Context: an optimization exercise on an open-source flow, tuned for small area, a short achievable clock period and few clock cycles per item. The choices shown serve that exercise and are no tape-out recipe.
RTL that was checked went through simulation tests only; none was proved equivalent to the original.

==> inputs of violet <==
## qg_spread_quant
module qg_spread_quant (
    input  wire         clk,
    input  wire         rst,
    input  wire         in_valid,
    output wire         in_ready,
    input  wire         in_first,    
    input  wire         in_blank,    
    input  wire         in_dots,     
    input  wire         in_grey3,    
    input  wire [16:0]  in_share,    
    input  wire [15:0]  in_gain,     
    input  wire [2:0]   in_lev,      
    input  wire [127:0] in_vol,      
    output reg          out_valid,
    output reg  [2:0]   out_lev,
    output reg          out_clip
);
Settings: LEC_CHECK=0, ABC_AREA=1, CAP_MARGIN=20, CORE_MARGIN=2, CORE_UTILIZATION=40, CTS_CLUSTER_DIAMETER=100, CTS_CLUSTER_SIZE=22, PLACE_DENSITY=0.6, SLEW_MARGIN=20; clock period 36.0 ns.
standard.sh (not shown) runs the stock make flow with config.mk's settings and CLKGATE_MAP_FILE= SYNTH_SCRIPT=/design/flow/synth_recipe.tcl, a recipe that flattens the netlist after the stock synthesis.
==> flow/flow/run.sh <==
#!/bin/bash
# The standard layout, except that the ports are buffered with the
# smallest buffer (sky130_fd_sc_hd__buf_1) instead of the delay cell
# buffer_ports picks by itself, and clock tree synthesis uses smaller
# leaf buffers and adds no dummy loads.  Synthesis is the standard one.
set -euo pipefail
bash standard.sh synth > synth.log 2>&1
bash standard.sh "BUFFER_PORTS_ARGS=-buffer_cell sky130_fd_sc_hd__buf_1" \
    "CTS_ARGS=-sink_clustering_enable -repair_clock_nets -sink_clustering_size 16 -sink_clustering_max_diameter 80 -sink_clustering_buffer sky130_fd_sc_hd__clkbuf_8 -dont_use_dummy_load" \
    finish > layout.log 2>&1
==> fjord (differences from violet) <==
--- a/flow/design.v
+++ b/flow/design.v
@@ -15,31 +15,31 @@
     output reg  [2:0]   out_lev,
     output reg          out_clip
 );
     assign in_ready = 1'b1;
     reg         s1_valid;
     reg         s1_first, s1_blank, s1_dots, s1_grey3;
     reg [16:0]  s1_share;
-    reg [15:0]  s1_ngain;    
+    reg [15:0]  s1_gain;
     reg [2:0]   s1_lev;
     reg [111:0] s1_vol;
     always @(posedge clk) begin
         s1_valid <= in_valid && !rst;
         s1_first <= in_first;
         s1_blank <= in_blank;
         s1_dots  <= in_dots;
         s1_grey3 <= in_grey3;
         s1_share <= in_share;
-        s1_ngain <= ~(in_dots ? 16'h4000 : in_gain);
+        s1_gain  <= in_dots ? 16'h4000 : in_gain;
         s1_lev   <= in_lev;
         s1_vol   <= in_vol[127:16];
     end
     genvar gi;
     wire [18:-1] bs = {2'b00, s1_share, 1'b0};     
-    wire [15:0]  bg = ~s1_ngain;
+    wire [15:0]  bg = s1_gain;
     wire [32:0] mul_a, mul_b;
     wire bn0 = bs[1];
     wire b10 = bs[0] ^ 1'b0;
     wire b20 = (bs[1] & ~bs[0] & ~1'b0) | (~bs[1] & bs[0] & 1'b0);
     wire bp0_0 = ((b10 & bg[0]) | (b20 & 1'b0)) ^ bn0;
     wire bp0_1 = ((b10 & bg[1]) | (b20 & bg[0])) ^ bn0;
     wire bp0_2 = ((b10 & bg[2]) | (b20 & bg[1])) ^ bn0;
@@ -487,89 +487,65 @@
     wire c268 = (c208 & s209) | (c208 & 1'b1) | (s209 & 1'b1);
     wire s269 = c210 ^ ~bn7 ^ bp8_15;
     wire c270 = (c210 & ~bn7) | (c210 & bp8_15) | (~bn7 & bp8_15);
     wire s271 = bp8_16 ^ 1'b1;
     wire c272 = bp8_16 & 1'b1;
     assign mul_a = {c270, c268, c266, c264, c262, c260, c258, c256, c254, c252, c250, c248, c246, c244, c242, c240, c238, c236, c234, c232, c230, c228, c226, c224, c222, c220, c218, c216, c214, c212, s211, bp0_1, bp0_0};
     assign mul_b = {s271, s269, s267, s265, s263, s261, s259, s257, s255, s253, s251, s249, s247, s245, s243, s241, s239, s237, s235, s233, s231, s229, s227, s225, s223, s221, s219, s217, s215, s213, bn1, 1'b0, bn0};
-    function carry13(input [12:0] x, input [12:0] y);
-        integer k;
-        reg c;
-        begin
-            c = 1'b0;
-            for (k = 0; k < 13; k = k + 1)
-                c = (x[k] & y[k]) | (x[k] & c) | (y[k] & c);
-            carry13 = c;
-        end
-    endfunction
-    wire [32:13] prod = mul_a[32:13] + mul_b[32:13] + carry13(mul_a[12:0], mul_b[12:0]);
+    wire [32:0] prod = mul_a + mul_b;             
     wire        sat  = !s1_dots && (|prod[32:30]);
-    wire [15:0] v1 [0:7];                        
+    wire [16:0] a    = sat ? 17'h0ffff : prod[30:14];
+    wire [15:0] v1 [0:7];
     assign v1[0] = 16'd0;
     generate
         for (gi = 1; gi < 8; gi = gi + 1) begin : g_v1
             assign v1[gi] = s1_vol[16*gi-16 +: 16];
         end
     endgenerate
-    wire [16:0] a    = sat ? 17'h0ffff : prod[30:14];
+    wire [15:0] own_vol = v1[s1_lev];
+    wire [17:0] base    = own_vol + a;
     reg         s2_valid;
     reg         s2_blank, s2_grey3;
-    reg [16:0]  s2_a;
-    reg [15:0]  s2_own;
+    reg [17:0]  s2_base;
     reg [111:0] s2_vol;
     always @(posedge clk) begin
         s2_valid <= s1_valid && !rst;
         s2_blank <= s1_blank;
         s2_grey3 <= s1_grey3;
-        s2_a     <= a;
-        s2_own   <= v1[s1_lev];
+        s2_base  <= base;
         s2_vol   <= s1_vol;
     end
     wire [15:0] v [0:8];
     assign v[0] = 16'd0;
     assign v[8] = 16'd0;
     generate
         for (gi = 1; gi < 8; gi = gi + 1) begin : g_v2
             assign v[gi] = s2_vol[16*gi-16 +: 16];
         end
     endgenerate
-    reg  [15:0] c_want;
-    reg  [15:0] c_nvol;      
-    wire [18:0] w_p  = {3'd0, s2_own};
-    wire [18:0] w_q  = {2'd0, s2_a};
-    wire [18:0] w_v  = {3'b111, c_nvol};
-    wire [18:0] w_s1 = w_p ^ w_q ^ w_v;
-    wire [18:0] w_c1 = (w_p & w_q) | (w_p & w_v) | (w_q & w_v);
-    wire [18:0] w_r  = {w_c1[17:0], 1'b1};
-    wire [18:0] w_u  = {3'd0, c_want};
-    wire [18:0] w_s2 = w_s1 ^ w_r ^ w_u;
-    wire [18:0] w_c2 = (w_s1 & w_r) | (w_s1 & w_u) | (w_r & w_u);
-    wire [18:0] want = w_s2 + {w_c2[17:0], 1'b0};
+    reg  [18:0] c_want;
+    reg  [15:0] c_vol;
+    wire [18:0] w_x = {1'b0, s2_base};
+    wire [18:0] w_y = c_want;
+    wire [18:0] w_z = {3'b111, ~c_vol};
+    wire [18:0] w_s = w_x ^ w_y ^ w_z;
+    wire [18:0] w_c = (w_x & w_y) | (w_x & w_z) | (w_y & w_z);
+    wire [18:0] want = w_s + {w_c[17:0], 1'b1};
     wire        neg  = want[18];
     wire        big  = !neg && (|want[17:16]);
-    function carry19(input [18:0] x, input [18:0] y, input ci);
-        integer k;
-        reg c;
-        begin
-            c = ci;
-            for (k = 0; k < 19; k = k + 1)
-                c = (x[k] & y[k]) | (x[k] & c) | (y[k] & c);
-            carry19 = c;
-        end
-    endfunction
-    wire [19:0] nw2 = ~{want, 1'b0};
+    wire [19:0] w2 = {want, 1'b0};
     wire [7:1]  up;
     generate
         for (gi = 1; gi < 8; gi = gi + 1) begin : g_up
-            wire [19:0] y = {4'd0, v[gi-1]};
-            wire [19:0] z = {4'd0, v[gi]};
-            wire [19:0] s = nw2 ^ y ^ z;
-            wire [19:0] c = (nw2 & y) | (nw2 & z) | (y & z);
-            wire        t = s[19] ^ c[18] ^ carry19(s[18:0], {c[17:0], 1'b0}, 1'b1);
-            assign up[gi] = (gi < 4 || s2_grey3) && t && carry19({3'd0, v[gi]}, {3'b111, ~v[gi-1]}, 1'b0);
+            wire [19:0] y = {4'hf, ~v[gi-1]};
+            wire [19:0] z = {4'hf, ~v[gi]};
+            wire [19:0] s = w2 ^ y ^ z;
+            wire [19:0] c = (w2 & y) | (w2 & z) | (y & z);
+            wire [19:0] t = s + {c[18:0], 1'b1};
+            assign up[gi] = (gi < 4 || s2_grey3) && !t[19] && (v[gi] != v[gi-1]);
         end
     endgenerate
     wire [7:0] at_b;
     assign at_b[7] = up[7];
     assign at_b[6] = up[6] && !up[7];
     assign at_b[5] = up[5] && !(|up[7:6]);
     assign at_b[4] = up[4] && !(|up[7:5]);
@@ -584,22 +560,24 @@
     integer l;
     always @(*) begin
         v_sel = 16'd0;
         for (l = 1; l < 8; l = l + 1)
             v_sel = v_sel | ({16{at_b[l]}} & v[l]);
     end
     wire [15:0] v_top = s2_grey3 ? v[7] : v[3];
-    wire        clip  = !neg && (big || !carry19({3'd0, v_top}, {3'b111, nw2[16:1]}, 1'b1));
+    wire        clip  = !neg && (big || want[15:0] > v_top);
     wire        zero  = clip || neg;
     always @(posedge clk) begin
         out_valid <= s2_valid && !rst;
-        if (rst || (s1_valid && s1_first)) begin
-            c_want <= 16'd0;
-            c_nvol <= 16'hffff;
+        if (s1_valid && s1_first) begin
+            c_want <= 19'd0;
+            c_vol  <= 16'd0;
         end else if (s2_valid && !s2_blank) begin
-            c_want <= zero ? 16'd0 : want[15:0];
-            c_nvol <= zero ? 16'hffff : ~v_sel;
+            c_want <= zero ? 19'd0 : want;
+            c_vol  <= zero ? 16'd0 : v_sel;
+        end
+        if (s2_valid) begin
+            out_lev  <= s2_blank ? 3'd0 : best;
+            out_clip <= !s2_blank && clip;
         end
-        out_lev  <= s2_blank ? 3'd0 : best;
-        out_clip <= !s2_blank && clip;
     end
 endmodule
==> flow/run.sh (new file) <==
#!/bin/bash
# synth_recipe.tcl (not shown) runs the flow's synth.tcl, then flattens the netlist and writes it again
# the make line also repeats each setting of config.mk as NAME=value (left out here)
make -C /OpenROAD-flow-scripts/flow DESIGN_CONFIG=/design/flow/config.mk WORK_HOME=/design/flow/orfs CLKGATE_MAP_FILE= SYNTH_SCRIPT=/design/flow/synth_recipe.tcl finish
Settings changed: CTS_CLUSTER_DIAMETER 100 to not set, CTS_CLUSTER_SIZE 22 to not set.
removed: flow/flow/run.sh
removed: flow/standard.sh
==> run summary <==
Of fjord and violet, fjord has the higher die area (gap about 10%, measured against violet).
Against violet, the synthesized cell count of fjord is larger by about 8%.
violet completed with no timing, DRC or antenna violations. fjord completed with no timing, DRC or antenna violations.
First-iteration DRC count: fjord is higher than violet (14%).
Register-to-register slack: fjord is worse than violet (2.8 ns).
Clock skew: fjord is lower than violet (0.049 ns).
Against fjord, the cell count of violet is lower by 9.1%.
Testbench counts of violet, summed over its fixed seeds: cycles 40,016, items 40,000.
For fjord, only the layout was checked, not whether the RTL still works.

[static timing again, ports no longer ideal]
The flow's constraints put no driver on any port. The routed layouts listed below were extracted and timed again, unchanged, in two steps. Step 1 (the two cells are an assumption about what drives the block):
set clk [get_ports {clk}]
set_driving_cell -lib_cell sky130_fd_sc_hd__clkbuf_16 $clk
set_driving_cell -lib_cell sky130_fd_sc_hd__buf_2 [delete_from_list [all_inputs] $clk]
Step 2, shift: input delay + t, output delay - t, t = (earliest + latest rising clock arrival at the registers) / 2. This alone moves slack from input paths to output paths. Slacks: ideal ports / drivers / drivers and shift; pairs: ideal ports / drivers.
run | t, ns | setup slack, ns | hold slack, ns
violet | 0.592 | 27.765 / 27.703 / 27.886 | 0.310 / 0.310 / 0.310
fjord | 0.623 | 26.310 / 26.310 / 26.310 | 0.326 / 0.326 / 0.326
After both steps every run listed still meets setup and hold.
